From an optimization exercise on the open Yosys and OpenROAD flow, aimed at small area and a short achievable clock period; shortcuts taken in it are not production practice.
Function was checked by simulation only, so behaviour that the tests miss may differ from the original.

==> flow/design.v, too long to show whole: its modules and the start of the top module <==
// module cwu_codec: 1622 lines
module cwu_codec (
    input  wire        clk,
    input  wire        rst,
    input  wire        enc_valid,
    input  wire [63:0] enc_data,
    input  wire [35:0] enc_h,
    input  wire [2:0]  enc_word,
    input  wire        enc_poison,
    output reg         enc_out_valid,
    output reg  [23:0] enc_check,
    input  wire        dec_valid,
    input  wire [63:0] dec_data,
    input  wire [23:0] dec_check,
    input  wire [35:0] dec_h,
    input  wire [2:0]  dec_word,
    input  wire        dec_erase_en,
    input  wire [3:0]  dec_erase_dev,
    output reg         dec_out_valid,
    output reg  [63:0] dec_out_data,
    output reg  [2:0]  dec_outcome,
    output reg  [3:0]  dec_position,
    output reg  [23:0] dec_synd
);
  // ...
==> flow/flow/run.sh <==
#!/bin/bash
# Own flow: the standard layout (standard.sh) with two changes:
#  - ABC maps the logic with flow/abc.script (an area-oriented mapping
#    followed by ABC's buffering and sizing) instead of ORFS's
#    abc_speed/abc_area script; the synthesis passes before and after ABC
#    are standard.sh's own (synth_recipe.tcl);
#  - repair_timing aims for SETUP_SLACK_MARGIN=20.7 ns of setup slack;
#  - the port buffers that global placement inserts on every input and
#    output are sky130_fd_sc_hd__buf_1 cells.
# Each tool's output is in orfs/logs/ (per step) and make_flow.log.
set -euo pipefail
W=$(pwd)
cp flow/abc.script "$W/abc_custom.script"
cat > "$W/custom_synth.tcl" <<EOT
proc abc {args} {
  set i [lsearch -exact \$args -script]
  if {\$i >= 0} { lset args [expr {\$i + 1}] $W/abc_custom.script }
  puts "custom abc script: $W/abc_custom.script"
  yosys abc {*}\$args
}
source $W/synth_recipe.tcl
EOT
sed -e "s#SYNTH_SCRIPT=[^ ]*#SYNTH_SCRIPT=$W/custom_synth.tcl 'BUFFER_PORTS_ARGS=-buffer_cell sky130_fd_sc_hd__buf_1' SETUP_SLACK_MARGIN=20.7#" standard.sh > "$W/custom_standard.sh"
grep -q "SYNTH_SCRIPT=$W/custom_synth.tcl" "$W/custom_standard.sh"
bash "$W/custom_standard.sh" > "$W/make_flow.log" 2>&1
==> flow/flow/abc.script <==
strash
ifraig
scorr
dc2
dch -f
&get -n
&st
&dch
&nf -R 1000
&put
topo
==> flow/standard.sh <==
#!/bin/bash
# synth_recipe.tcl (not shown) runs the flow's synth.tcl, then flattens the netlist and writes it again
# the make line also repeats each setting of config.mk as NAME=value (left out here)
make -C /OpenROAD-flow-scripts/flow DESIGN_CONFIG=/design/flow/config.mk WORK_HOME=/design/flow/orfs CLKGATE_MAP_FILE= SYNTH_SCRIPT=/design/flow/synth_recipe.tcl "${@:-finish}"
==> flow/config.mk <==
export PLATFORM = sky130hd
export DESIGN_NAME = cwu_codec
export DESIGN_NICKNAME = cwu_codec
export VERILOG_FILES = /design/flow/design.v
export SDC_FILE = /design/flow/constraint.sdc
export NUM_CORES = 4
export LEC_CHECK = 0
export CAP_MARGIN = 20
export CORE_MARGIN = 2
export CORE_UTILIZATION = 50
export GPL_ROUTABILITY_DRIVEN = 1
export SLEW_MARGIN = 20
==> flow/constraint.sdc <==
create_clock -name core_clock -period 28.0 [get_ports {clk}]
set_input_delay 5.6000 -clock core_clock [delete_from_list [all_inputs] [get_ports {clk}]]
set_output_delay 5.6000 -clock core_clock [all_outputs]
set_load 0.01 [all_outputs]
==> results.py, run 1 <==
metrics = {
    "status": {
        "status": "complete, no violations",
    },
    "setup_path": {
        "crit_slowest_cell": "xnor2_1",
        "end_kind": "flip-flop",
        "critical_path_depth": 8,
        "worstRegToRegCells": 28,
    },
    "layout": {
        "signal_buffers": 481,
        "reg_top3": "dec_out_data: 64 flops, r_data: 64 flops",
        "seq_area_um2": 4460,
        "finalNonFillerCells": 3284,
        "clockNetworkAreaShare_pct": 3.22,
    },
    "clock_network": {
        "cts_hold_buf": 0,
        "cts-root-buf": "clkbuf_16",
        "cts_buffer_depth": 3,
        "clk_pin_slew_ps": 70,
    },
    "route": {
        "post_drt_wl_per_cell_um": 27.6,
        "wl_met1_mm": 34.4,
        "drcViolationCount": 0,
    },
    "placement": {
        "io_buffers": 360,
    },
    "die": {
        "die_width_um": 206,
        "start_util_pct": 51.0,
    },
    "global_route": {
        "grt_use_met1_pct": 53.2,
    },
    "logic_synthesis": {
        "synth-simple-area-share_pct": 7.70,
    },
    "sta": {
        "finalHoldViolCount": 0,
        "tightest_slew_ps": 1130,
        "clock.fmax_mhz": 135,
    },
    "job": {
        "cap_viol_max_count": 0,
    },
}
==> inputs of run 2 (changes only) <==
--- a/flow/flow/run.sh
+++ b/flow/flow/run.sh
@@ -5,5 +5,5 @@
 #    abc_speed/abc_area script; the synthesis passes before and after ABC
 #    are standard.sh's own (synth_recipe.tcl);
-#  - repair_timing aims for SETUP_SLACK_MARGIN=20.7 ns of setup slack;
+#  - repair_timing aims for SETUP_SLACK_MARGIN=20.6 ns of setup slack;
 #  - the port buffers that global placement inserts on every input and
 #    output are sky130_fd_sc_hd__buf_1 cells.
@@ -21,5 +21,5 @@
 source $W/synth_recipe.tcl
 EOT
-sed -e "s#SYNTH_SCRIPT=[^ ]*#SYNTH_SCRIPT=$W/custom_synth.tcl 'BUFFER_PORTS_ARGS=-buffer_cell sky130_fd_sc_hd__buf_1' SETUP_SLACK_MARGIN=20.7#" standard.sh > "$W/custom_standard.sh"
+sed -e "s#SYNTH_SCRIPT=[^ ]*#SYNTH_SCRIPT=$W/custom_synth.tcl 'BUFFER_PORTS_ARGS=-buffer_cell sky130_fd_sc_hd__buf_1' SETUP_SLACK_MARGIN=20.6#" standard.sh > "$W/custom_standard.sh"
 grep -q "SYNTH_SCRIPT=$W/custom_synth.tcl" "$W/custom_standard.sh"
 bash "$W/custom_standard.sh" > "$W/make_flow.log" 2>&1
==> flow/flow/abc.script (replaced) <==
strash
ifraig
scorr
dc2
dch -f
&get -n
&st
&dch
&nf -R 1000 -E 10
&put
topo
==> run 2 against run 1 <==
Net effect:
- synthesized cell count is 0.58% higher
- setup slack better by 6.8 ps
- first-iteration DRC count rose by 8.9%
- register-to-register slack got worse by 150 ps
- cell count hardly changed
- cell area shrank 1.9%
- area after synthesis down 0.40%
==> results.py, run 2 <==
metrics = {
    "logic_synthesis": {
        "syn_avg_cell_area_um2": 9.05,
        "yosysUniqueCellTypes": 47,
        "syn_nets": 2491,
        "synth_common_cells": "xnor2_1, xor2_1, dfxtp_1",
        "synth-edff-count": 0,
        "yosysMostFrequentCell": "xnor2_1",
        "synth_area_um2": 20300,
        "synth_cells": 2244,
        "yosysTopAreaCell": "xnor2_1",
        "yosysWarningCount": 1,
        "synth_area_leaders": "xnor2_1, dfxtp_1, xor2_1",
        "synth_flop_cell": "dfxtp_1",
        "seq_area_frac_synth_pct": 21.8,
        "synth-seq-cells": 221,
        "ys_async_sr_fraction_pct": 0,
        "yosysTopAreaCellShare_pct": 39.0,
    },
    "layout": {
        "reg_top3": "dec_out_data: 64 flops, r_data: 64 flops",
        "fin_nets": 2985,
        "mostFrequentLayoutCell": "xnor2_1",
        "fillCellCount": 3521,
        "syn_to_final_growth_pct": 24.2,
        "drive_gt1_share_pct": 10.9,
        "layout.cells.most_common_list": "xnor2_1, xor2_1, buf_1, dfxtp_1, buf_4",
    },
    "die": {
        "die_h_um": 206,
        "start_util_pct": 50.9,
        "die_width_um": 206,
        "rows": 73,
        "core-area_um2": 39900,
        "die_area_um2": 42300,
        "ios": 361,
    },
    "global_route": {
        "antenna_found_initial": 4,
        "grt_start_max_net_pins": 39,
        "grt_use_total_pct": 40.9,
        "grt_pass1_vias": 18903,
        "grt_remaining_overflow": 0,
        "grt_pass1_wl_mm": 126,
    },
    "route": {
        "via_per_inst": 5.97,
        "post_drt_wl_per_cell_um": 27.4,
        "routed_wl_mm": 90.0,
        "ant_nets": 0,
        "drt_iter0_drc": 2775,
        "vias": 19622,
        "drcViolationCount": 0,
        "dr.pass1.iters": 8,
    },
    "status": {
        "status": "complete, no violations",
    },
    "setup_path": {
        "reg2reg_to": "dec_out_data[59]$_DFF_P_",
        "end_kind": "flip-flop",
        "startpoint": "dec_data[20]",
        "start_kind": "input port",
        "r2r_start": "r_ea[2]$_DFF_P_",
        "crit_type": "input port to flip-flop",
        "crit_fanout": 4,
        "critPathMaxStageDelay_ps": 450,
        "worst-r2r-setup-slack_ps": 20740,
        "critPathRequiredTime_ps": 28480,
        "crit_path_frequent_cell": "xnor2_1",
        "worstRegToRegCells": 29,
        "critPathArrivalTime_ps": 7860,
        "crit_slowest_cell": "xnor2_1",
        "crit_chain": "buf_1 -> xor2_1 -> xnor2_1 -> xnor2_1 -> xnor2_1 -> xnor2_1 -> xnor2_1 -> xnor2_1",
    },
    "sta": {
        "fin_crit_sh_pct": 26.4,
        "setup-tns-final_ps": 0,
        "drv_slew": 0,
        "clock_skew_ps": 36.9,
        "setup_violations": 0,
        "min_period_ps": 7390,
        "finalHoldViolCount": 0,
        "fin_ws_ps": 20610,
        "tightest_slew_ps": 1050,
        "slew_headroom_pct": 30.1,
        "clock.fmax_mhz": 135,
        "rsz0062_at_grt": "yes",
    },
    "clock_network": {
        "cts-root-buf": "clkbuf_16",
        "cts_buffer_depth": 3,
        "clk_pin_slew_ps": 70,
        "clk_latency_ps": 590,
        "numCtsBuffers": 27,
        "cts_tree": "yes",
        "cts_num_sinks": 221,
        "cts_max_level": 1,
    },
    "job": {
        "cap_viol_max_count": 0,
    },
    "worst_hold_path": {
        "hp-start": "r_s2[3]$_DFF_P_",
        "min_path_cells": 0,
        "hold-path-endpoint": "dec_synd[19]$_DFF_P_",
        "hp-class": "flip-flop to flip-flop",
    },
    "placement": {
        "preCtsSetupSlack_ps": 18280,
        "hpwl_mm": 70.7,
        "gp_routability_congestion": 1.05,
        "io_buffers": 360,
    },
}
-- run 2: final cells by class --
type	count	area, µm²	share of cell area (%)
inverters	32	161	0.640
flip-flops and latches	221	4460	17.7
well taps	525	657	2.60
repair buffers	465	2180	8.63
multi-input cells	1991	16900	67.1
clock inverters	17	148	0.585
clock buffers	32	704	2.79
diodes	2	5.00	0.0198
-- run 2: worst max-delay path by stage --
stage | to | slack [ps] | cells past startpoint
final | r_s1[6]$_DFF_P_ | 20610 | 8
after CTS | dec_out_data[55]$_DFF_P_ | 20580 | 28
after detailed placement | dec_out_data[1]$_DFF_P_ | 18280 | 27
after global routing | dec_out_data[59]$_DFF_P_ | 20470 | 32
after floorplan | dec_out_data[24]$_DFF_P_ | 20610 | 26
after global placement | dec_out_data[1]$_DFF_P_ | 18640 | 25
-- run 2: cells by family (layout without fill, tap and decap cells) --
kind of cell | count (synthesis) | after routing | synth area share, %
adders and majority gates | 7 | 7 | 0.431
AOI/OAI and AO/OA | 293 | 293 | 10.5
xor gates and xnor gates | 1360 | 1360 | 58.7
other | 0 | 2 | 0
buffers and inverters | 32 | 546 | 0.591
and+or+nand+nor | 331 | 331 | 8.03
DFF | 221 | 221 | 21.8
-- run 2: metal layers --
metal  vias up  track usage, %  share of wire [%]
met4         2            21.2                6.4
met2      1441            66.9                 46
li1       8596               -                  -
met5         -           0.833              0.016
met3       363            7.68                 10
met1      9220            51.0                 37
-- run 2: worst max-delay path: cells and delay by family --
family | cells | cell delay, ps
buffers and inverters | 1 | 360
xor gates and xnor gates | 7 | 1900
-- run 2: repair_timing --
item,in CTS,in global routing
pin swaps,9,10
setup buffers,18,29
setup endpoints to repair,87,89
gates cloned,0,0
gates resized for setup,76,100
hold buffers,0,0
-- run 2: per-stage QoR --
step	utilization [%]	hold slack, ps	cell area [µm²]	cells
2_1_floorplan	-	349	20500	2244
3_3_place_gp	57.4	383	22900	3187
3_5_place_dp	57.4	381	22900	3187
4_1_cts	61.0	368	24400	3254
5_1_grt	63.2	375	25200	3283
6_report	63.2	367	25200	3285
==> inputs of run 3 (changes only) <==
--- a/flow/flow/run.sh
+++ b/flow/flow/run.sh
@@ -5,5 +5,5 @@
 #    abc_speed/abc_area script; the synthesis passes before and after ABC
 #    are standard.sh's own (synth_recipe.tcl);
-#  - repair_timing aims for SETUP_SLACK_MARGIN=20.6 ns of setup slack;
+#  - repair_timing aims for SETUP_SLACK_MARGIN=20.4 ns of setup slack;
 #  - the port buffers that global placement inserts on every input and
 #    output are sky130_fd_sc_hd__buf_1 cells.
@@ -21,5 +21,5 @@
 source $W/synth_recipe.tcl
 EOT
-sed -e "s#SYNTH_SCRIPT=[^ ]*#SYNTH_SCRIPT=$W/custom_synth.tcl 'BUFFER_PORTS_ARGS=-buffer_cell sky130_fd_sc_hd__buf_1' SETUP_SLACK_MARGIN=20.6#" standard.sh > "$W/custom_standard.sh"
+sed -e "s#SYNTH_SCRIPT=[^ ]*#SYNTH_SCRIPT=$W/custom_synth.tcl 'BUFFER_PORTS_ARGS=-buffer_cell sky130_fd_sc_hd__buf_1' SETUP_SLACK_MARGIN=20.4#" standard.sh > "$W/custom_standard.sh"
 grep -q "SYNTH_SCRIPT=$W/custom_synth.tcl" "$W/custom_standard.sh"
 bash "$W/custom_standard.sh" > "$W/make_flow.log" 2>&1
==> flow/flow/abc.script (replaced) <==
strash
ifraig
scorr
dc2
dch -f
&get -n
&st
&dch
&nf -R 1000
&put
topo
--- a/flow/config.mk
+++ b/flow/config.mk
@@ -9,4 +9,6 @@
 export CORE_MARGIN = 2
 export CORE_UTILIZATION = 50
+export CTS_CLUSTER_DIAMETER = 100
+export CTS_CLUSTER_SIZE = 30
 export GPL_ROUTABILITY_DRIVEN = 1
 export SLEW_MARGIN = 20
==> run 3 against run 2 <==
Net effect:
- still clean
- sequential cell count did not move
- utilization fell by 2.7 points
- clock skew fell by 3.6 ps
- global-route usage fell by 0.064 points
- hold slack improved by 9.6 ps
- critical endpoint is now r_s1[3]$_DFF_P_
==> results.py, run 3 <==
metrics = {
    "worst_hold_path": {
        "hold-path-endpoint": "dec_synd[21]$_DFF_P_",
        "min_path_cells": 0,
        "hp-start": "r_s2[5]$_DFF_P_",
        "hp-class": "flip-flop to flip-flop",
    },
    "route": {
        "via_per_inst": 6.00,
        "routed_wl_mm": 88.4,
        "drcViolationCount": 0,
        "wl_met3_mm": 9.56,
        "wl_met2_mm": 40.4,
        "top_layer": "met5",
        "wl_met1_mm": 32.8,
        "ant_nets": 0,
        "dr.pass1.iters": 13,
        "vias": 19302,
        "drt_iter0_drc": 2594,
        "post_drt_wl_per_cell_um": 27.5,
    },
    "layout": {
        "reg_top3": "dec_out_data: 64 flops, r_data: 64 flops",
        "fin_nets": 2929,
        "drive_gt1_share_pct": 6.92,
        "final_cell_area_um2": 24200,
        "fillCellCount": 3645,
        "syn_to_final_growth_pct": 18.6,
        "mostFrequentLayoutCell": "xnor2_1",
        "layout.cells.most_common_list": "xnor2_1, buf_1, xor2_1, dfxtp_1, a22oi_1",
        "fin_util_pct": 60.5,
    },
    "setup_path": {
        "crit_type": "input port to flip-flop",
        "cpLargestDelayFamily": "XOR/XNOR gates",
        "r2r_start": "r_s1[3]$_DFF_P_",
        "crit_fanout": 4,
        "reg2reg_to": "dec_out_data[42]$_DFF_P_",
        "worstRegToRegCells": 26,
        "critPathArrivalTime_ps": 8030,
        "end_kind": "flip-flop",
        "path_buf_inv": 1,
        "crit_path_frequent_cell": "xor2_1",
        "crit_chain": "buf_1 -> xor2_1 -> xnor2_1 -> xor2_1 -> xnor2_1 -> xor2_1 -> xnor2_1 -> xor2_1",
        "worst-r2r-setup-slack_ps": 20640,
        "critPathRequiredTime_ps": 28430,
        "start_kind": "input port",
        "critPathMaxStageDelay_ps": 680,
        "crit_slowest_cell": "xnor2_1",
    },
    "logic_synthesis": {
        "synth-seq-cells": 221,
        "synth_common_cells": "xnor2_1, xor2_1, dfxtp_1",
        "yosysTopAreaCell": "xnor2_1",
        "synth_cells": 2231,
        "synth-edff-count": 0,
        "ys_async_sr_fraction_pct": 0,
        "synth_flop_cell": "dfxtp_1",
        "yosysTopAreaCellShare_pct": 41.3,
        "yosysMostFrequentCell": "xnor2_1",
        "seq_area_frac_synth_pct": 21.7,
        "yosysUniqueCellTypes": 46,
        "synth_area_leaders": "xnor2_1, dfxtp_1, xor2_1",
        "yosysWarningCount": 1,
        "syn_nets": 2478,
        "synth_area_um2": 20400,
        "syn_avg_cell_area_um2": 9.14,
    },
    "sta": {
        "rsz0062_at_grt": "no",
        "slew_headroom_pct": 28.9,
        "tightest_slew_ps": 1070,
        "clock.fmax_mhz": 132,
        "setup-tns-final_ps": 0,
        "finalHoldViolCount": 0,
        "min_period_ps": 7600,
        "setup_violations": 0,
        "clock_skew_ps": 33.3,
        "drv_slew": 0,
        "fin_crit_sh_pct": 27.2,
    },
    "global_route": {
        "grt_start_max_net_pins": 41,
        "grt_use_total_pct": 40.8,
        "antenna_found_initial": 3,
        "grt_pass1_wl_mm": 126,
        "grt_remaining_overflow": 0,
        "grt_pass1_vias": 18910,
    },
    "clock_network": {
        "cts_tree": "yes",
        "clk_latency_ps": 530,
        "cts_max_level": 1,
        "cts_num_sinks": 221,
        "cts_buffer_depth": 3,
        "cts-root-buf": "clkbuf_16",
        "clk_pin_slew_ps": 100,
        "numCtsBuffers": 15,
    },
    "status": {
        "status": "complete, no violations",
    },
    "die": {
        "core-area_um2": 40000,
        "die_width_um": 206,
        "rows": 73,
        "die_h_um": 206,
        "die_area_um2": 42400,
        "ios": 361,
        "start_util_pct": 51.0,
    },
    "placement": {
        "gp_routability_congestion": 1.07,
        "io_buffers": 360,
        "place_area_um2": 23000,
        "hpwl_mm": 70.9,
    },
    "job": {
        "cap_viol_max_count": 0,
    },
}
## run 3: routing by layer
| metal | track usage [%] | up-vias |
|---|---|---|
| met1 | 51.4 | 9051 |
| met3 | 7.27 | 330 |
| met4 | 21.8 | 4 |
| li1 | - | 8487 |
| met5 | 0 | - |
| met2 | 66.2 | 1430 |
## run 3: kinds of logic (layout without fill, tap and decap cells)
group / count (synthesis) / count (layout) / synth area share (%)
compound gates: 305 / 305 / 11.3
xor+xnor: 1346 / 1346 / 58.3
fa+ha+maj: 7 / 7 / 0.429
buf+inv: 31 / 489 / 0.570
flops: 221 / 221 / 21.7
other cells: 0 / 1 / 0
simple gates: 321 / 321 / 7.70
## run 3: area by class of cell
cell class | count | area [µm²] | share of cell area (%)
diodes | 1 | 2.50 | 0.0103
clock buffers | 16 | 379 | 1.57
clock inverters | 8 | 121 | 0.502
inverters | 31 | 128 | 0.527
multi-input cells | 1979 | 16500 | 68.3
flip-flops and latches | 221 | 4440 | 18.4
well taps | 525 | 657 | 2.71
repair buffers | 434 | 1950 | 8.05
## run 3: how the worst max path moves through the flow
stage | cells past startpoint | slack, ps | startpoint | endpoint
CTS | 31 | 20400 | r_s0[0]$_DFF_P_ | dec_out_data[42]$_DFF_P_
floorplan | 30 | 20500 | r_s0[0]$_DFF_P_ | dec_out_data[48]$_DFF_P_
global placement | 27 | 18590 | r_s0[4]$_DFF_P_ | dec_out_data[7]$_DFF_P_
detailed placement | 29 | 18250 | r_s0[0]$_DFF_P_ | dec_out_data[26]$_DFF_P_
global route | 26 | 20400 | r_s1[3]$_DFF_P_ | dec_out_data[45]$_DFF_P_
finish | 8 | 20400 | dec_h[22] | r_s1[3]$_DFF_P_
## run 3: per-stage QoR
step	worst slack [ps]	instances	hold WS, ps
final	20400	3215	376
after global routing	20400	3214	380
after CTS	20400	3211	374
after detailed placement	18250	3176	365
after global placement	18590	3176	359
after floorplan	20500	2231	349
## run 3: timing repair
action | CTS | global route
pin swaps | 4 | 2
hold buffers | 0 | 0
setup endpoints to repair | 75 | 83
buffers inserted | 11 | 3
resized for setup | 66 | 42
gates cloned | 0 | 0
==> inputs of run 4 (changes only) <==
--- a/flow/flow/run.sh
+++ b/flow/flow/run.sh
@@ -5,5 +5,5 @@
 #    abc_speed/abc_area script; the synthesis passes before and after ABC
 #    are standard.sh's own (synth_recipe.tcl);
-#  - repair_timing aims for SETUP_SLACK_MARGIN=20.4 ns of setup slack;
+#  - repair_timing aims for SETUP_SLACK_MARGIN=20.5 ns of setup slack;
 #  - the port buffers that global placement inserts on every input and
 #    output are sky130_fd_sc_hd__buf_1 cells.
@@ -21,5 +21,5 @@
 source $W/synth_recipe.tcl
 EOT
-sed -e "s#SYNTH_SCRIPT=[^ ]*#SYNTH_SCRIPT=$W/custom_synth.tcl 'BUFFER_PORTS_ARGS=-buffer_cell sky130_fd_sc_hd__buf_1' SETUP_SLACK_MARGIN=20.4#" standard.sh > "$W/custom_standard.sh"
+sed -e "s#SYNTH_SCRIPT=[^ ]*#SYNTH_SCRIPT=$W/custom_synth.tcl 'BUFFER_PORTS_ARGS=-buffer_cell sky130_fd_sc_hd__buf_1' SETUP_SLACK_MARGIN=20.5#" standard.sh > "$W/custom_standard.sh"
 grep -q "SYNTH_SCRIPT=$W/custom_synth.tcl" "$W/custom_standard.sh"
 bash "$W/custom_standard.sh" > "$W/make_flow.log" 2>&1
==> flow/flow/abc.script (replaced) <==
strash
ifraig
scorr
dc2
dch -f
&get -n
&st
&dch
&nf -R 1000
&put
buffer -c
topo
stime -c
upsize -c
dnsize -c
--- a/flow/config.mk
+++ b/flow/config.mk
@@ -9,6 +9,4 @@
 export CORE_MARGIN = 2
 export CORE_UTILIZATION = 50
-export CTS_CLUSTER_DIAMETER = 100
-export CTS_CLUSTER_SIZE = 30
 export GPL_ROUTABILITY_DRIVEN = 1
 export SLEW_MARGIN = 20
==> run 4 against run 3 <==
Net effect:
- sequential cell count unchanged
- sequential share of layout area down 0.66 points
- routed wire length up 1.3%
- non-clock buffer count up 7
- cell count up 1.4%
- utilization down 0.66 points
- largest cell class unchanged
==> results.py, run 4 <==
metrics = {
    "clock_network": {
        "numCtsBuffers": 26,
        "cts_hold_buf": 0,
        "cts_max_level": 1,
        "clk_pin_slew_ps": 70,
        "cts_tree": "yes",
        "cts_buffer_depth": 3,
        "cts-root-buf": "clkbuf_16",
        "clk_latency_ps": 580,
        "cts_num_sinks": 221,
    },
    "sta": {
        "fin_ws_ps": 20520,
        "holdWs_ps": 417,
        "setup_violations": 0,
        "fin_crit_sh_pct": 26.7,
        "slew_headroom_pct": 43.3,
        "clock.fmax_mhz": 134,
        "drv_slew": 0,
        "finalHoldViolCount": 0,
        "min_period_ps": 7480,
        "setup-tns-final_ps": 0,
        "clock_skew_ps": 38.2,
        "rsz0062_at_grt": "no",
        "tightest_slew_ps": 844,
    },
    "die": {
        "die_h_um": 211,
        "core-area_um2": 42000,
        "die_width_um": 211,
        "rows": 75,
        "start_util_pct": 50.8,
        "ios": 361,
        "die_area_um2": 44400,
    },
    "setup_path": {
        "critPathRequiredTime_ps": 28400,
        "crit_fanout": 4,
        "start_kind": "input port",
        "worstRegToRegCells": 27,
        "critPathArrivalTime_ps": 7880,
        "r2r_start": "r_s0[2]$_DFF_P_",
        "end_kind": "flip-flop",
        "crit_type": "input port to flip-flop",
        "worst-r2r-setup-slack_ps": 20850,
        "reg2reg_to": "dec_out_data[38]$_DFF_P_",
    },
    "global_route": {
        "grt_pass1_wl_mm": 128,
        "grt_use_total_pct": 39.3,
        "grt_remaining_overflow": 0,
        "antenna_found_initial": 2,
        "grt_start_max_net_pins": 41,
        "grt_pass1_vias": 18941,
    },
    "logic_synthesis": {
        "synth_cells": 2338,
        "synth_flop_cell": "dfxtp_1",
        "synth_area_leaders": "xnor2_1, dfxtp_1, xor2_1",
        "syn_nets": 2585,
        "yosysTopAreaCellShare_pct": 38.5,
        "seq_area_frac_synth_pct": 20.7,
        "synth_common_cells": "xnor2_1, xor2_1, dfxtp_1",
        "synth-compound-area-share_pct": 10.9,
        "yosysTopAreaCell": "xnor2_1",
        "yosysUniqueCellTypes": 69,
        "syn_avg_cell_area_um2": 9.13,
        "synth-simple-area-share_pct": 7.79,
        "synth-edff-count": 0,
        "synth_top_family_by_area": "XOR/XNOR gates",
        "ys_async_sr_fraction_pct": 0,
        "synth_area_um2": 21400,
        "yosys.area_share.adder_pct": 0.410,
        "synthMuxAreaShare_pct": 0,
        "yosysMostFrequentCell": "xnor2_1",
        "synth-seq-cells": 221,
        "synthXorXnorAreaFrac_pct": 57.4,
        "yosysWarningCount": 1,
    },
    "placement": {
        "io_buffers": 360,
        "preCtsSetupSlack_ps": 18540,
        "hpwl_mm": 71.2,
        "gp_routability_congestion": 1.05,
        "place_area_um2": 23300,
    },
    "worst_hold_path": {
        "hold-path-endpoint": "dec_synd[18]$_DFF_P_",
        "hp-start": "r_s2[2]$_DFF_P_",
        "hp-class": "flip-flop to flip-flop",
        "min_path_cells": 0,
    },
    "layout": {
        "final_cell_area_um2": 25200,
        "reg_top3": "dec_out_data: 64 flops, r_data: 64 flops",
        "layout.cells.most_common_list": "xnor2_1, buf_1, xor2_1, dfxtp_1, a22oi_1",
        "syn_to_final_growth_pct": 17.8,
        "drive_gt1_share_pct": 9.37,
        "fin_nets": 2948,
        "mostFrequentLayoutCell": "xnor2_1",
    },
    "status": {
        "status": "complete, no violations",
    },
    "route": {
        "top_layer": "met5",
        "wl_met1_mm": 34.3,
        "wl_met2_mm": 41.1,
        "ant_nets": 0,
        "wl_met3_mm": 9.01,
        "via_per_inst": 5.92,
        "drcViolationCount": 0,
        "dr.pass1.iters": 11,
        "drt_iter0_drc": 2631,
        "routed_wl_mm": 89.5,
        "post_drt_wl_per_cell_um": 27.5,
        "vias": 19304,
    },
    "job": {
        "cap_viol_max_count": 0,
    },
}
==> run 4: cell count changes after synthesis, moves of 12 or more <==
cell | before | now
and2_0 | 19 | 0
and2_1 | 0 | 19
buf_1 | 0 | 13
buf_2 | 0 | 29
buf_4 | 0 | 12
clkbuf_1 | 0 | 52
clkinv_1 | 31 | 1
inv_1 | 0 | 28
xnor2_1 | 962 | 940
xnor2_2 | 0 | 17
xor2_1 | 376 | 363
==> run 4: timing repair <==
action                     4_1_cts  5_1_grt
pin swaps                        3       11
gates cloned                     0        1
setup endpoints to repair       82       87
gates resized for setup         69       48
buffers inserted                12       15
==> run 4: cell type report <==
type,count,area [µm²]
diodes,1,2.50
clock buffers,35,724
clock inverters,13,135
fillers,3815,16900
inverters,31,120
multi-input cells,1980,17000
flip-flops and latches,221,4450
well taps,539,674
repair buffers,441,2050
==> run 4: logic make-up after synthesis <==
family,count (synthesis)
buffers and inverters,138
AO/OA/AOI/OAI,305
AND/OR/NAND/NOR,321
adder cells (fa/ha/maj),7
flip-flops,221
XOR/XNOR,1346
==> run 4: layer usage <==
layer / track usage [%] / vias up
li1: - / 8536
met1: 50.8 / 9169
met2: 64.5 / 1297
met3: 5.80 / 298
met4: 18.6 / 4
met5: 0 / -
==> run 4: worst max-delay path by stage <==
stage	end	start	slack [ps]
floorplan	enc_check[20]$_DFF_P_	enc_data[15]	20590
global placement	dec_out_data[10]$_DFF_P_	r_s0[0]$_DFF_P_	18820
detailed placement	dec_out_data[8]$_DFF_P_	r_s0[4]$_DFF_P_	18540
CTS	dec_out_data[34]$_DFF_P_	r_s0[1]$_DFF_P_	20490
global route	dec_out_data[53]$_DFF_P_	r_s0[2]$_DFF_P_	20420
finish	r_s2[2]$_DFF_P_	dec_data[30]	20520
==> run 4: stage by stage <==
step           util [%]  instances
2_1_floorplan         -       2338
3_3_place_gp       55.5       3184
3_5_place_dp       55.5       3184
4_1_cts            58.6       3244
5_1_grt            59.8       3260
6_report           59.8       3261
==> run 4: worst max-delay path, cell delays in order <==
cell	delay [ps]
buf_1	330
xor2_1	330
xnor2_2	210
xor2_2	320
xor2_2	280
xnor2_1	170
xnor2_1	150
xnor3_1	490
==> inputs of run 5 (changes only) <==
--- a/flow/config.mk
+++ b/flow/config.mk
@@ -9,4 +9,5 @@
 export CORE_MARGIN = 2
 export CORE_UTILIZATION = 50
+export CTS_BUF_LIST = sky130_fd_sc_hd__clkbuf_4 sky130_fd_sc_hd__clkbuf_8
 export GPL_ROUTABILITY_DRIVEN = 1
 export SLEW_MARGIN = 20
==> run 5 against run 4 <==
Net effect:
- sequential share of layout area barely moved
- cell count rose by 0.92%
- sequential cell count did not move
- critical path type unchanged
- highest routed layer unchanged
==> results.py, run 5 <==
metrics = {
    "status": {
        "status": "complete, no violations",
    },
    "logic_synthesis": {
        "syn_nets": 2585,
        "yosysWarningCount": 1,
        "synth_area_leaders": "xnor2_1, dfxtp_1, xor2_1",
        "synth-edff-count": 0,
        "syn_avg_cell_area_um2": 9.13,
        "synth_common_cells": "xnor2_1, xor2_1, dfxtp_1",
        "synth_cells": 2338,
        "synth_area_um2": 21400,
        "synth_flop_cell": "dfxtp_1",
        "synth-seq-cells": 221,
        "yosysTopAreaCell": "xnor2_1",
        "ys_async_sr_fraction_pct": 0,
        "yosysMostFrequentCell": "xnor2_1",
        "seq_area_frac_synth_pct": 20.7,
        "yosysUniqueCellTypes": 69,
        "yosysTopAreaCellShare_pct": 38.5,
    },
    "die": {
        "die_h_um": 211,
        "die_area_um2": 44400,
        "ios": 361,
        "start_util_pct": 50.8,
        "die_width_um": 211,
        "core-area_um2": 42000,
        "rows": 75,
    },
    "sta": {
        "drv_slew": 0,
        "finalHoldViolCount": 0,
        "clock.fmax_mhz": 133,
        "fin_crit_sh_pct": 26.9,
        "min_period_ps": 7520,
        "fin_ws_ps": 20480,
        "setup_violations": 0,
        "slew_headroom_pct": 38.8,
        "setup-tns-final_ps": 0,
        "rsz0062_at_grt": "no",
        "tightest_slew_ps": 911,
        "clock_skew_ps": 37.7,
    },
    "clock_network": {
        "cts_buffer_depth": 3,
        "cts_max_level": 2,
        "clk_latency_ps": 640,
        "cts-root-buf": "clkbuf_8",
        "cts_num_sinks": 221,
        "numCtsBuffers": 42,
        "cts_tree": "yes",
        "clk_pin_slew_ps": 70,
    },
    "worst_hold_path": {
        "hp-start": "r_data[47]$_DFF_P_",
        "hp-class": "flip-flop to flip-flop",
    },
    "setup_path": {
        "r2r_start": "r_s0[3]$_DFF_P_",
        "startpoint": "dec_data[36]",
        "critPathArrivalTime_ps": 8010,
        "critPathRequiredTime_ps": 28490,
        "critPathMaxStageDelay_ps": 640,
        "end_kind": "flip-flop",
        "crit_type": "input port to flip-flop",
        "start_kind": "input port",
        "crit_fanout": 4,
        "crit_chain": "buf_1 -> xnor2_1 -> xor2_1 -> xnor2_1 -> xnor2_1 -> xnor2_1 -> xnor2_1 -> xnor2_1",
        "crit_slowest_cell": "xnor2_1",
        "crit_path_frequent_cell": "xnor2_1",
    },
    "placement": {
        "io_buffers": 360,
        "gp_routability_congestion": 1.05,
        "preCtsSetupSlack_ps": 18540,
        "hpwl_mm": 71.2,
        "dp_cells": 3184,
    },
    "layout": {
        "reg_top3": "dec_out_data: 64 flops, r_data: 64 flops",
        "fin_util_pct": 60.0,
        "fin_nets": 2970,
        "diodes": 0,
        "drive_gt1_share_pct": 10.3,
        "syn_to_final_growth_pct": 18.1,
        "finalNonFillerCells": 3291,
        "mostFrequentLayoutCell": "xnor2_1",
        "layout.cells.most_common_list": "xnor2_1, buf_1, xor2_1, dfxtp_1, a22oi_1",
    },
    "route": {
        "drt_iter0_drc": 2806,
        "post_drt_wl_per_cell_um": 27.3,
        "dr.pass1.iters": 8,
        "vias": 19363,
        "via_per_inst": 5.88,
        "routed_wl_mm": 89.8,
        "drcViolationCount": 0,
        "ant_nets": 0,
    },
    "global_route": {
        "grt_remaining_overflow": 0,
        "grt_use_total_pct": 39.6,
        "grt_pass1_vias": 19020,
        "grt_pass1_wl_mm": 129,
        "grt_start_max_net_pins": 41,
        "antenna_found_initial": 2,
    },
    "job": {
        "cap_viol_max_count": 0,
    },
}
==> run 5: cell counts after synthesis <==
No cell type changed its count.
==> run 5: per-layer routing <==
metal  track usage (%)  part of all wire (%)  wire (µm)  vias to the layer above
met5                 0                 0.014         13                        -
met4              18.8                   5.7       5130                        2
li1                  -                     -          -                     8598
met2              64.5                    46      41000                     1321
met1              50.7                    39      34900                     9147
met3              7.31                   9.7       8740                      295
==> run 5: through the flow <==
| step | hold slack [ps] | area (µm²) |
|---|---|---|
| 5_1_grt | 434 | 25200 |
| 3_3_place_gp | 414 | 23300 |
| 6_report | 425 | 25200 |
| 3_5_place_dp | 417 | 23300 |
| 4_1_cts | 425 | 24700 |
| 2_1_floorplan | 326 | 21400 |
==> run 5: cell families after synthesis <==
group / count (synthesis) / share of synthesized area (%)
buffers and inverters: 138 / 2.84
adders and majority gates: 7 / 0.410
AOI/OAI and AO/OA: 305 / 10.9
and+or+nand+nor: 321 / 7.79
DFF: 221 / 20.7
xor gates and xnor gates: 1346 / 57.4
==> run 5: layout make-up <==
class                   count  area [µm²]
clock inverters            15         178
fillers                  3807       16800
well taps                 539         674
multi-input cells        1979       16900
flip-flops and latches    221        4450
inverters                  31         123
clock buffers              58         736
repair buffers            448        2110
==> run 5: path summary, 6_finish.rpt <==
kind              depth (start not counted)  slack, ps                  endpoint
setup / recovery                          8      20480           r_s1[4]$_DFF_P_
hold / removal                            1        420  dec_out_data[47]$_DFF_P_
setup reg to reg                         27      20830  dec_out_data[25]$_DFF_P_
hold reg to reg                           1        420  dec_out_data[47]$_DFF_P_
==> run 5: repair_timing <==
item | in CTS | in global routing
hold buffers | 0 | 0
resized for setup | 62 | 52
setup buffers | 13 | 21
pin swaps | 4 | 16
cloned | 0 | 0
setup endpoints to repair | 78 | 84
==> run 5: critical path, delay by kind of cell <==
kind | cells | cell delay [ps]
buf+inv | 1 | 260
xor+xnor | 7 | 2160
==> inputs of run 6 (changes only) <==
==> flow/flow/abc.script (replaced) <==
strash
ifraig
scorr
dc2
dch -f
&get -n
&st
&dch
&nf -R 1000 -E 10
&put
buffer -c
topo
stime -c
upsize -c
dnsize -c
--- a/flow/config.mk
+++ b/flow/config.mk
@@ -9,5 +9,4 @@
 export CORE_MARGIN = 2
 export CORE_UTILIZATION = 50
-export CTS_BUF_LIST = sky130_fd_sc_hd__clkbuf_4 sky130_fd_sc_hd__clkbuf_8
 export GPL_ROUTABILITY_DRIVEN = 1
 export SLEW_MARGIN = 20
==> run 6 against run 5 <==
Net effect:
- fmax rose by 0.33%
- register-to-register slack got worse by 60 ps
- still clean
- critical path depth did not move
==> results.py, run 6 <==
metrics = {
    "status": {
        "status": "complete, no violations",
    },
    "global_route": {
        "antenna_found_initial": 4,
        "grt_pass1_wl_mm": 129,
        "grt_remaining_overflow": 0,
        "grt_start_max_net_pins": 39,
        "grt_pass1_vias": 18953,
        "grt_use_total_pct": 39.5,
    },
    "logic_synthesis": {
        "synth-seq-cells": 221,
        "yosysWarningCount": 1,
        "yosysMostFrequentCell": "xnor2_1",
        "ys_async_sr_fraction_pct": 0,
        "yosysTopAreaCell": "xnor2_1",
        "syn_nets": 2592,
        "synth_area_leaders": "xnor2_1, dfxtp_1, xor2_1",
        "synth_cells": 2345,
        "syn_avg_cell_area_um2": 9.09,
        "synth_common_cells": "xnor2_1, xor2_1, dfxtp_1",
        "synth-edff-count": 0,
        "synth_flop_cell": "dfxtp_1",
        "synth_area_um2": 21300,
        "seq_area_frac_synth_pct": 20.8,
        "yosysUniqueCellTypes": 71,
        "yosysTopAreaCellShare_pct": 36.2,
    },
    "layout": {
        "final_cell_area_um2": 25200,
        "syn_to_final_growth_pct": 18.3,
        "fillCellCount": 3804,
        "mostFrequentLayoutCell": "xnor2_1",
        "fin_nets": 2968,
        "finalNonFillerCells": 3279,
        "diodes": 0,
        "multi_input_area_um2": 16900,
        "seq_area_um2": 4460,
        "drive_gt1_share_pct": 10.2,
        "reg_top3": "dec_out_data: 64 flops, r_data: 64 flops",
        "layout.cells.most_common_list": "xnor2_1, xor2_1, buf_1, dfxtp_1, nor2_1",
    },
    "route": {
        "ant_nets": 0,
        "drcViolationCount": 0,
        "vias": 19560,
        "via_per_inst": 5.97,
        "routed_wl_mm": 90.5,
        "post_drt_wl_per_cell_um": 27.6,
        "dr.pass1.iters": 10,
        "drt_iter0_drc": 2621,
    },
    "placement": {
        "place_area_um2": 23200,
        "io_buffers": 360,
        "hpwl_mm": 72.5,
        "gp_routability_congestion": 1.05,
        "dp_cells": 3190,
    },
    "job": {
        "cap_viol_max_count": 0,
    },
    "setup_path": {
        "cpLargestDelayFamily": "XOR/XNOR gates",
        "critPathMaxStageDelay_ps": 670,
        "path_buf_inv": 1,
        "crit_slowest_cell": "xor2_1",
        "crit_chain": "buf_1 -> xor2_1 -> xnor2_1 -> xnor2_1 -> xnor2_1 -> xnor2_1 -> xnor2_1 -> xnor2_1",
        "end_kind": "flip-flop",
        "crit_fanout": 3,
        "crit_path_frequent_cell": "xnor2_1",
        "start_kind": "input port",
        "critPathRequiredTime_ps": 28470,
        "critPathArrivalTime_ps": 7970,
        "crit_type": "input port to flip-flop",
    },
    "clock_network": {
        "clk_latency_ps": 560,
        "cts-root-buf": "clkbuf_16",
        "cts_buffer_depth": 3,
        "cts_max_level": 1,
        "cts_tree": "yes",
        "clk_pin_slew_ps": 60,
        "numCtsBuffers": 25,
        "cts_num_sinks": 221,
    },
    "sta": {
        "clock_skew_ps": 18.8,
        "slew_headroom_pct": 35.1,
        "tightest_slew_ps": 965,
        "setup-tns-final_ps": 0,
        "setup_violations": 0,
        "clock.fmax_mhz": 133,
        "fin_crit_sh_pct": 26.8,
        "min_period_ps": 7500,
        "rsz0062_at_grt": "no",
        "drv_slew": 0,
        "finalHoldViolCount": 0,
    },
    "die": {
        "ios": 361,
        "die_area_um2": 44300,
        "rows": 75,
        "core-area_um2": 42000,
        "start_util_pct": 50.7,
        "die_width_um": 210,
        "die_h_um": 210,
    },
    "worst_hold_path": {
        "hp-class": "flip-flop to flip-flop",
    },
}
[run 6: changes by cell type in the layout (fill, tap and decap cells not counted), sizes merged, moves of 14 or more]
| cell | before | now |
|---|---|---|
| xor2 | 376 | 454 |
| o22ai | 9 | 70 |
| a22oi | 89 | 30 |
| xnor2 | 962 | 905 |
| clkbuf | 58 | 29 |
| and2 | 19 | 2 |
| nor2 | 71 | 86 |
| nand3 | 34 | 20 |
[run 6: area by class of cell]
class                           count  area share (%)
Multi-Input combinational cell   1991            67.1
Sequential cell                   221            17.7
Timing Repair Buffer              450            8.30
Tap cell                          539            2.67
Clock buffer                       25            2.48
Clock inverter                     21            1.25
Inverter                           32           0.531
[run 6: through the flow]
step           worst slack, ps  utilization [%]  hold WS [ps]
3_5_place_dp             19080             55.3           355
4_1_cts                  20500             58.6           364
3_3_place_gp             18690             55.3           357
5_1_grt                  20470             60.0           376
2_1_floorplan            20590                -           326
6_report                 20500             60.0           364
[run 6: routing by layer]
layer	vias to the layer above	routed length [µm]	global-route usage, %
li1	8582	-	-
met1	9316	35400	51.9
met2	1381	41600	64.9
met3	277	9160	5.93
met4	4	4290	16.3
met5	-	21	0
[run 6: timing repair]
action,CTS,global route
hold buffers,0,0
hold endpoints to repair,0,0
setup buffers,17,26
pin swaps,9,7
setup endpoints to repair,85,91
resized for setup,53,61
cloned,0,0
[run 6: kinds of logic after synthesis]
kind of cell	count (synthesis)	share of synthesized area (%)
flip-flops	221	20.8
adder cells (fa/ha/maj)	7	0.411
AND/OR/NAND/NOR	331	8.10
buffers and inverters	133	2.78
XOR/XNOR	1360	57.7
AO/OA/AOI/OAI	293	10.3
[run 6: final timing paths]
kind                        start                 endpoint  slack [ps]  depth (start not counted)
setup / recovery     dec_data[47]          r_s1[6]$_DFF_P_       20500                          8
hold / removal    r_s2[2]$_DFF_P_     dec_synd[18]$_DFF_P_         360                          0
setup reg to reg  r_s0[2]$_DFF_P_  dec_out_data[9]$_DFF_P_       20770                         29
hold reg to reg   r_s2[2]$_DFF_P_     dec_synd[18]$_DFF_P_         360                          0
==> inputs of run 7 (changes only) <==
==> flow/flow/abc.script (replaced) <==
strash
ifraig
scorr
dc2
dch -f
&get -n
&st
&dch
&nf -R 1000 -E 10
&put
topo
==> run 7 against run 6 <==
Net effect:
- clock skew fell by 5.2 ps
- cell count is 0.43% lower
- non-clock buffer count fell by 2
- routed wire length decreased by 1.3%
- register-to-register slack worse by 80 ps
- area after synthesis is 4.7% lower
- largest cell class unchanged
==> results.py, run 7 <==
metrics = {
    "placement": {
        "gp_routability_congestion": 1.07,
        "hpwl_mm": 70.2,
        "io_buffers": 360,
    },
    "setup_path": {
        "reg2reg_to": "dec_out_data[30]$_DFF_P_",
        "end_kind": "flip-flop",
        "critPathArrivalTime_ps": 7910,
        "worst-r2r-setup-slack_ps": 20690,
        "crit_fanout": 3,
        "critPathRequiredTime_ps": 28460,
        "crit_type": "input port to flip-flop",
        "worstRegToRegCells": 30,
        "start_kind": "input port",
        "r2r_start": "r_s0[4]$_DFF_P_",
    },
    "logic_synthesis": {
        "syn_avg_cell_area_um2": 9.05,
        "synth_cells": 2244,
        "yosysTopAreaCellShare_pct": 39.0,
        "synth_flop_cell": "dfxtp_1",
        "yosysTopAreaCell": "xnor2_1",
        "yosysWarningCount": 1,
        "synth-edff-count": 0,
        "synth-seq-cells": 221,
        "synth_common_cells": "xnor2_1, xor2_1, dfxtp_1",
        "syn_nets": 2491,
        "yosysMostFrequentCell": "xnor2_1",
        "synth_area_um2": 20300,
        "synth_area_leaders": "xnor2_1, dfxtp_1, xor2_1",
        "yosysUniqueCellTypes": 47,
        "seq_area_frac_synth_pct": 21.8,
        "ys_async_sr_fraction_pct": 0,
    },
    "worst_hold_path": {
        "hp-class": "flip-flop to flip-flop",
        "min_path_cells": 0,
        "hp-start": "r_s2[3]$_DFF_P_",
        "hold-path-endpoint": "dec_synd[19]$_DFF_P_",
    },
    "global_route": {
        "grt_remaining_overflow": 0,
        "grt_start_max_net_pins": 39,
        "antenna_found_initial": 3,
        "grt_use_met1_pct": 52.0,
        "gr-max-usage-layer": "met2",
        "grt.met3_usage_pct": 8.09,
        "grt_util_met2_pct": 66.5,
        "grt_pass1_vias": 19255,
        "grt_pass1_wl_mm": 128,
        "grt_use_total_pct": 41.3,
    },
    "die": {
        "die_h_um": 206,
        "rows": 73,
        "ios": 361,
        "die_width_um": 206,
        "start_util_pct": 50.9,
        "die_area_um2": 42300,
        "core-area_um2": 39900,
    },
    "sta": {
        "min_period_ps": 7450,
        "finalHoldViolCount": 0,
        "drv_slew": 0,
        "rsz0062_at_grt": "no",
        "tightest_slew_ps": 1020,
        "slew_headroom_pct": 31.7,
        "fin_crit_sh_pct": 26.6,
        "setup_violations": 0,
        "clock.fmax_mhz": 134,
        "clock_skew_ps": 13.6,
        "setup-tns-final_ps": 0,
    },
    "clock_network": {
        "cts_max_level": 1,
        "cts_tree": "yes",
        "numCtsBuffers": 26,
        "cts_num_sinks": 221,
        "cts_buffer_depth": 3,
        "clk_pin_slew_ps": 70,
        "cts-root-buf": "clkbuf_16",
        "clk_latency_ps": 570,
    },
    "layout": {
        "drive_gt1_share_pct": 9.02,
        "fin_util_pct": 61.9,
        "fin_nets": 2967,
        "reg_top3": "dec_out_data: 64 flops, r_data: 64 flops",
        "layout.cells.most_common_list": "xnor2_1, xor2_1, buf_1, dfxtp_1, nor2_1",
        "mostFrequentLayoutCell": "xnor2_1",
        "syn_to_final_growth_pct": 21.5,
    },
    "route": {
        "routed_wl_mm": 89.3,
        "vias": 19632,
        "drcViolationCount": 0,
        "via_per_inst": 6.01,
        "post_drt_wl_per_cell_um": 27.4,
        "drt_iter0_drc": 2702,
        "ant_nets": 0,
        "dr.pass1.iters": 9,
    },
    "job": {
        "cap_viol_max_count": 0,
    },
    "status": {
        "status": "complete, no violations",
    },
}
run 7: cell count changes after synthesis, moves of 17 or more:
| cell | delta |
|---|---|
| xnor2_2 | -22 |
| xnor2_1 | +25 |
| clkinv_1 | +27 |
| inv_1 | -17 |
| buf_2 | -30 |
| clkbuf_1 | -51 |
run 7: kinds of logic after synthesis:
logic type                 after synthesis  synth area share [%]
xor gates and xnor gates              1360                  58.7
and+or+nand+nor                        331                  8.03
AOI/OAI and AO/OA                      293                  10.5
DFF                                    221                  21.8
buffers and inverters                   32                 0.591
adders and majority gates                7                 0.431
run 7: critical path: stages:
cell     delay, ps
buf_1          290
xor2_1         520
xnor2_1        220
xnor2_1        440
xnor2_1        200
xnor2_1        220
xnor2_1        110
xnor2_1        290
run 7: routing by layer:
layer,wire [µm],part of all wire (%),vias to the layer above
li1,-,-,8581
met4,5700,6.4,0
met1,33500,38,9277
met5,0,0,-
met2,40600,46,1396
met3,9460,11,378
run 7: worst max-delay path by stage:
stage / startpoint / end / slack [ps]
2_1_floorplan: r_s0[7]$_DFF_P_ / dec_out_data[24]$_DFF_P_ / 20520
3_3_place_gp: r_s0[7]$_DFF_P_ / dec_out_data[31]$_DFF_P_ / 18830
3_5_place_dp: r_s0[7]$_DFF_P_ / dec_out_data[27]$_DFF_P_ / 18570
4_1_cts: enc_data[13] / enc_check[23]$_DFF_P_ / 20520
5_1_grt: r_s0[4]$_DFF_P_ / dec_out_data[30]$_DFF_P_ / 20460
6_report: dec_check[5] / r_s2[2]$_DFF_P_ / 20550
run 7: timing repair:
item,in CTS,in global routing
gates resized for setup,59,74
setup buffers,11,11
hold buffers,0,0
pin swaps,4,6
setup endpoints to repair,83,87
run 7: cell type report:
class                   count  area [µm²]
multi-input cells        1991       16500
fillers                  3604       15200
flip-flops and latches    221        4460
repair buffers            448        2040
clock buffers              36         718
well taps                 525         657
inverters                  32         163
clock inverters            10         110
diodes                      2        5.00
run 7: per-stage QoR:
| stage | instance area, µm² | hold slack, ps | cells | setup slack [ps] |
|---|---|---|---|---|
| 2_1_floorplan | 20400 | 349 | 2244 | 20520 |
| 3_3_place_gp | 22900 | 388 | 3195 | 18830 |
| 3_5_place_dp | 22900 | 390 | 3195 | 18570 |
| 4_1_cts | 24200 | 401 | 3252 | 20520 |
| 5_1_grt | 24700 | 413 | 3263 | 20460 |
| 6_report | 24700 | 404 | 3265 | 20550 |
==> inputs of run 8 (changes only) <==
==> flow/flow/abc.script (replaced) <==
strash
ifraig
scorr
dc2
dch -f
&get -n
&st
&dch
&nf -R 1000
&put
topo
==> run 8 against run 7 <==
Net effect:
- largest cell class unchanged
- non-clock buffer count fell by 10
- critical endpoint unchanged
- via count fell by 0.87%
- setup slack got worse by 5.4 ps
- die area rose by 0.39%
- hold slack got worse by 33 ps
- routed wire length fell by 0.71%
- first-iteration DRC count rose by 1.7%
- sequential cell count did not move
- critical path depth did not move
- still clean on timing, DRC and antenna
==> results.py, run 8 <==
metrics = {
    "status": {
        "status": "complete, no violations",
    },
    "job": {
        "cap_viol_max_count": 0,
    },
    "setup_path": {
        "crit_fanout": 4,
        "critPathMaxStageDelay_ps": 420,
        "crit_type": "input port to flip-flop",
        "crit_slowest_cell": "xnor3_1",
        "end_kind": "flip-flop",
        "critPathArrivalTime_ps": 7880,
        "start_kind": "input port",
        "worst-r2r-setup-slack_ps": 20820,
        "reg2reg_to": "dec_out_data[6]$_DFF_P_",
        "r2r_start": "r_s1[3]$_DFF_P_",
        "worstRegToRegCells": 27,
        "critPathRequiredTime_ps": 28430,
        "crit_path_frequent_cell": "xnor2_1",
        "crit_chain": "buf_1 -> xor2_1 -> xnor2_1 -> xor2_2 -> xor2_2 -> xnor2_1 -> xnor2_1 -> xnor3_1",
    },
    "die": {
        "rows": 73,
        "die_h_um": 206,
        "die_area_um2": 42400,
        "ios": 361,
        "core-area_um2": 40000,
        "start_util_pct": 51.0,
        "die_width_um": 206,
    },
    "logic_synthesis": {
        "synth_top_family_by_area": "XOR/XNOR gates",
        "synthMuxAreaShare_pct": 0,
        "yosysWarningCount": 1,
        "synth_cells": 2231,
        "synth-compound-area-share_pct": 11.3,
        "synth_flop_cell": "dfxtp_1",
        "synth-simple-area-share_pct": 7.70,
        "synth-seq-cells": 221,
        "yosys.area_share.adder_pct": 0.429,
        "synth-edff-count": 0,
        "yosysTopAreaCellShare_pct": 41.3,
        "syn_nets": 2478,
        "ys_async_sr_fraction_pct": 0,
        "synth_area_leaders": "xnor2_1, dfxtp_1, xor2_1",
        "synthXorXnorAreaFrac_pct": 58.3,
        "synth_common_cells": "xnor2_1, xor2_1, dfxtp_1",
        "yosysTopAreaCell": "xnor2_1",
        "seq_area_frac_synth_pct": 21.7,
        "synth_area_um2": 20400,
        "yosysUniqueCellTypes": 46,
        "syn_avg_cell_area_um2": 9.14,
        "yosysMostFrequentCell": "xnor2_1",
    },
    "worst_hold_path": {
        "min_path_cells": 0,
        "hp-start": "r_s2[5]$_DFF_P_",
        "hold-path-endpoint": "dec_synd[21]$_DFF_P_",
        "hp-class": "flip-flop to flip-flop",
    },
    "sta": {
        "clock_skew_ps": 14.6,
        "min_period_ps": 7460,
        "finalHoldViolCount": 0,
        "slew_headroom_pct": 30.7,
        "fin_crit_sh_pct": 26.6,
        "tightest_slew_ps": 1040,
        "setup-tns-final_ps": 0,
        "holdWs_ps": 371,
        "rsz0062_at_grt": "no",
        "clock.fmax_mhz": 134,
        "drv_slew": 0,
        "setup_violations": 0,
    },
    "layout": {
        "fin_nets": 2944,
        "mostFrequentLayoutCell": "xnor2_1",
        "drive_gt1_share_pct": 8.32,
        "reg_top3": "dec_out_data: 64 flops, r_data: 64 flops",
        "syn_to_final_growth_pct": 21.7,
        "layout.cells.most_common_list": "xnor2_1, buf_1, xor2_1, dfxtp_1, a22oi_1",
        "finalNonFillerCells": 3242,
    },
    "global_route": {
        "grt_pass1_wl_mm": 127,
        "antenna_found_initial": 6,
        "grt_pass1_vias": 19007,
        "grt_start_max_net_pins": 41,
        "grt_use_total_pct": 40.9,
        "grt_remaining_overflow": 0,
    },
    "clock_network": {
        "numCtsBuffers": 26,
        "cts_num_sinks": 221,
        "cts_tree": "yes",
        "cts_buffer_depth": 3,
        "cts_max_level": 1,
        "clk_pin_slew_ps": 60,
        "clk_latency_ps": 570,
        "cts-root-buf": "clkbuf_16",
    },
    "placement": {
        "io_buffers": 360,
        "hpwl_mm": 70.9,
        "dp_cells": 3176,
        "gp_routability_congestion": 1.07,
    },
    "route": {
        "ant_nets": 0,
        "routed_wl_mm": 88.7,
        "drcViolationCount": 0,
        "post_drt_wl_per_cell_um": 27.4,
        "drt_iter0_drc": 2747,
        "via_per_inst": 6.00,
        "vias": 19461,
        "dr.pass1.iters": 15,
    },
}
[run 8: cell types whose count changed in the layout (fill, tap and decap cells not counted), moves of 9 or more]
cell / delta
xor2_1: -78
and2_0: +9
o22ai_1: -49
nor2_1: -16
a222oi_1: +12
a22oi_1: +59
nand3_1: +13
xnor2_1: +59
o22ai_2: -12
xnor2_2: -10
nand4_1: -11
nor4_1: -9
buf_4: -9
[run 8: cells by family after synthesis]
| group | after synthesis |
|---|---|
| and+or+nand+nor | 321 |
| xor gates and xnor gates | 1346 |
| DFF | 221 |
| AOI/OAI and AO/OA | 305 |
| buffers and inverters | 31 |
| adders and majority gates | 7 |
[run 8: layout make-up]
class	count	area, µm²
Clock buffer	32	713
Tap cell	525	657
Clock inverter	14	234
Timing Repair Buffer	438	1980
Antenna cell	2	5.00
Multi-Input combinational cell	1979	16600
Sequential cell	221	4440
Inverter	31	138
Fill cell	3580	15200
[run 8: critical path: cells and delay by family]
family,cells,cell delay (ps)
XOR/XNOR,7,1910
buffers and inverters,1,350
[run 8: worst max path at each step]
stage	slack [ps]	to	start
global route	20480	dec_out_data[47]$_DFF_P_	r_s0[0]$_DFF_P_
global placement	18590	dec_out_data[7]$_DFF_P_	r_s0[4]$_DFF_P_
CTS	20510	enc_check[3]$_DFF_P_	enc_data[11]
floorplan	20500	dec_out_data[48]$_DFF_P_	r_s0[0]$_DFF_P_
finish	20540	r_s2[2]$_DFF_P_	dec_data[30]
detailed placement	18250	dec_out_data[26]$_DFF_P_	r_s0[0]$_DFF_P_
[run 8: per-stage QoR]
| stage | util (%) | worst slack, ps | cell area (µm²) |
|---|---|---|---|
| after floorplan | - | 20500 | 20500 |
| after global routing | 62.0 | 20480 | 24800 |
| after detailed placement | 57.5 | 18250 | 23000 |
| after global placement | 57.5 | 18590 | 23000 |
| final | 62.0 | 20540 | 24800 |
| after CTS | 60.8 | 20510 | 24300 |
[run 8: timing repair]
item	4_1_cts	5_1_grt
gates resized for setup	74	57
pin swaps	4	5
hold buffers	0	0
endpoints found under the hold margin	0	0
endpoints found under the setup margin	77	84
setup buffers	9	9
[run 8: per-layer routing]
metal,vias up,track usage [%],part of all wire [%]
li1,8549,-,-
met1,9089,51.4,37
met2,1473,66.4,46
met3,342,7.47,11
met4,8,22.0,6.3
met5,-,0,0.073
==> inputs of run 9 (changes only) <==
--- a/flow/config.mk
+++ b/flow/config.mk
@@ -10,3 +10,4 @@
 export CORE_UTILIZATION = 50
 export GPL_ROUTABILITY_DRIVEN = 1
+export PLACE_DENSITY = 0.7
 export SLEW_MARGIN = 20
==> run 9 against run 8 <==
Net effect:
- still clean
- non-clock buffer count increased by 15
- register-to-register slack got worse by 30 ps
- critical path type unchanged
- critical endpoint unchanged
==> results.py, run 9 <==
metrics = {
    "global_route": {
        "antenna_found_initial": 4,
        "grt_use_total_pct": 41.4,
        "grt_pass1_wl_mm": 128,
        "grt.met3_usage_pct": 6.99,
        "grt_pass1_vias": 18935,
        "gr-max-usage-layer": "met2",
        "grt_start_max_net_pins": 41,
        "grt_util_met2_pct": 66.0,
        "grt_remaining_overflow": 0,
        "grt_use_met1_pct": 53.9,
    },
    "route": {
        "vias": 19595,
        "post_drt_wl_per_cell_um": 27.8,
        "via_per_inst": 6.01,
        "drcViolationCount": 0,
        "dr.pass1.iters": 19,
        "ant_nets": 0,
        "drt_iter0_drc": 2956,
        "routed_wl_mm": 90.7,
    },
    "logic_synthesis": {
        "syn_nets": 2478,
        "synth_cells": 2231,
        "yosysMostFrequentCell": "xnor2_1",
        "synth_area_um2": 20400,
        "ys_async_sr_fraction_pct": 0,
        "synth_flop_cell": "dfxtp_1",
        "seq_area_frac_synth_pct": 21.7,
        "synth_area_leaders": "xnor2_1, dfxtp_1, xor2_1",
        "yosysUniqueCellTypes": 46,
        "synth-edff-count": 0,
        "synth_common_cells": "xnor2_1, xor2_1, dfxtp_1",
        "yosysTopAreaCellShare_pct": 41.3,
        "yosysWarningCount": 1,
        "syn_avg_cell_area_um2": 9.14,
        "synth-seq-cells": 221,
        "yosysTopAreaCell": "xnor2_1",
    },
    "placement": {
        "gp_routability_congestion": 1.03,
        "place_area_um2": 23000,
        "hpwl_mm": 71.7,
        "preCtsSetupSlack_ps": 18050,
        "io_buffers": 360,
    },
    "sta": {
        "min_period_ps": 7510,
        "clock.fmax_mhz": 133,
        "drv_slew": 0,
        "finalHoldViolCount": 0,
        "setup-tns-final_ps": 0,
        "slew_headroom_pct": 23.3,
        "setup_violations": 0,
        "tightest_slew_ps": 1140,
        "clock_skew_ps": 36.7,
        "fin_ws_ps": 20490,
        "rsz0062_at_grt": "no",
        "fin_crit_sh_pct": 26.8,
    },
    "setup_path": {
        "critPathArrivalTime_ps": 7940,
        "crit_path_frequent_cell": "xnor2_1",
        "end_kind": "flip-flop",
        "crit_slowest_cell": "xor2_1",
        "crit_chain": "buf_1 -> xor2_1 -> xnor2_1 -> xor2_1 -> xnor2_1 -> xnor2_1 -> xnor2_1 -> xnor3_1",
        "critPathRequiredTime_ps": 28430,
        "crit_type": "input port to flip-flop",
        "cpLargestDelayFamily": "XOR/XNOR gates",
        "path_buf_inv": 1,
        "crit_fanout": 4,
        "start_kind": "input port",
        "critPathMaxStageDelay_ps": 550,
    },
    "job": {
        "cap_viol_max_count": 0,
    },
    "layout": {
        "drive_gt1_share_pct": 9.66,
        "mostFrequentLayoutCell": "xnor2_1",
        "reg_top3": "dec_out_data: 64 flops, r_data: 64 flops",
        "syn_to_final_growth_pct": 22.8,
        "layout.cells.most_common_list": "xnor2_1, buf_1, xor2_1, dfxtp_1",
        "fin_nets": 2961,
        "final_cell_area_um2": 25000,
        "fin_util_pct": 62.6,
    },
    "clock_network": {
        "cts-root-buf": "clkbuf_16",
        "clk_pin_slew_ps": 70,
        "cts_buffer_depth": 3,
        "cts_num_sinks": 221,
        "cts_max_level": 1,
        "clk_latency_ps": 590,
        "cts_tree": "yes",
        "numCtsBuffers": 27,
    },
    "die": {
        "ios": 361,
        "core-area_um2": 40000,
        "rows": 73,
        "start_util_pct": 51.0,
        "die_h_um": 206,
        "die_width_um": 206,
        "die_area_um2": 42400,
    },
    "worst_hold_path": {
        "hp-class": "flip-flop to flip-flop",
    },
    "status": {
        "status": "complete, no violations",
    },
}
[run 9: worst reg2reg max path, stage by stage, from the launching register on]
cell and delay [ps]:
dfxtp_1 740, xor2_1 560, xor2_1 340, a222oi_1 450, nand3_1 290, xor2_2 400
buf_4 270, xor2_1 230, a21oi_1 60, o21ai_0 100, a21oi_1 80, o21ai_0 130
nor4_2 80, buf_4 240, a222oi_1 560, nand4_1 200, nor3_2 410, nand3_1 270
nand2b_1 220, xnor2_1 150, xnor2_1 160, xnor2_1 180, buf_4 250, xnor2_1 90
buf_4 180, and3_1 190, a21oi_1 190, xnor2_1 140
[run 9: metal layers]
layer  part of all wire [%]  wire length, µm  vias to the layer above
li1                       -                -                     8570
met1                     39            34900                     9294
met2                     45            40900                     1388
met3                     10             9260                      341
met4                    6.1             5580                        2
met5                  0.012               11                        -
[run 9: final timing paths]
path                                    startpoint                  endpoint  slack, ps  depth (start not counted)
worst max-delay path                  dec_data[14]           r_s2[2]$_DFF_P_      20490                          8
worst min-delay path            r_data[48]$_DFF_P_  dec_out_data[48]$_DFF_P_        400                          1
worst max register to register     r_s1[3]$_DFF_P_   dec_out_data[6]$_DFF_P_      20790                         27
worst min register to register  r_data[48]$_DFF_P_  dec_out_data[48]$_DFF_P_        400                          1
[run 9: cell families after synthesis]
| group | Yosys count | synth area share, % |
|---|---|---|
| xor gates and xnor gates | 1346 | 58.3 |
| AOI/OAI and AO/OA | 305 | 11.3 |
| DFF | 221 | 21.7 |
| and+or+nand+nor | 321 | 7.70 |
| buffers and inverters | 31 | 0.570 |
| adders and majority gates | 7 | 0.429 |
[run 9: what timing repair did]
action                                  in CTS  in global routing
gates resized for setup                     89                 64
setup buffers                               10                 28
hold buffers                                 0                  0
pin swaps                                    4                 12
cloned                                       0                  1
endpoints found under the setup margin      85                 92
[run 9: layout make-up]
class / count / area (µm²)
Multi-Input combinational cell: 1980 / 16800
Antenna cell: 1 / 2.50
Inverter: 31 / 135
Fill cell: 3515 / 15000
Tap cell: 525 / 657
Clock buffer: 34 / 732
Clock inverter: 15 / 181
Timing Repair Buffer: 453 / 2090
Sequential cell: 221 / 4450
[run 9: stage by stage]
stage | hold slack, ps | cells
2_1_floorplan | 349 | 2231
3_3_place_gp | 416 | 3171
3_5_place_dp | 419 | 3171
4_1_cts | 403 | 3230
5_1_grt | 423 | 3259
6_report | 404 | 3260

-- re-timing with driven ports --
The results above use ideal ports. As a check the final layouts listed here were re-extracted and re-timed, cells and wires unchanged.
Step 1, drivers: a clkbuf_16 drives clk and a buf_2 each remaining input, both assumed.
Step 2 moves the port delays by t, midway between the first and last clock arrival at a register: inputs arrive t later, outputs are due t later. That takes back most of the time a late clock gives input paths.
a / b / c = ideal ports / drivers / drivers and shift; a / b = the first two.
| run | t, ns | slack for setup (ns) | clock arrival spread, ns |
|---|---|---|---|
| run 1 | 0.619 | 20.604 / 20.643 / 20.025 | 0.023 / 0.023 |
| run 2 | 0.626 | 20.611 / 20.638 / 20.012 | 0.038 / 0.038 |
| run 3 | 0.574 | 20.398 / 20.425 / 19.851 | 0.048 / 0.048 |
| run 4 | 0.620 | 20.518 / 20.549 / 19.929 | 0.041 / 0.040 |
| run 5 | 0.674 | 20.479 / 20.514 / 19.840 | 0.041 / 0.041 |
| run 6 | 0.599 | 20.504 / 20.533 / 19.934 | 0.020 / 0.020 |
| run 7 | 0.617 | 20.549 / 20.577 / 19.960 | 0.017 / 0.017 |
| run 8 | 0.623 | 20.544 / 20.575 / 19.951 | 0.025 / 0.025 |
| run 9 | 0.623 | 20.490 / 20.519 / 19.895 | 0.037 / 0.037 |
After both steps setup and hold are still met in every run listed. The setup slack of run 5, which loses most, moves by +0.035 ns with the drivers and by -0.639 ns with both steps.
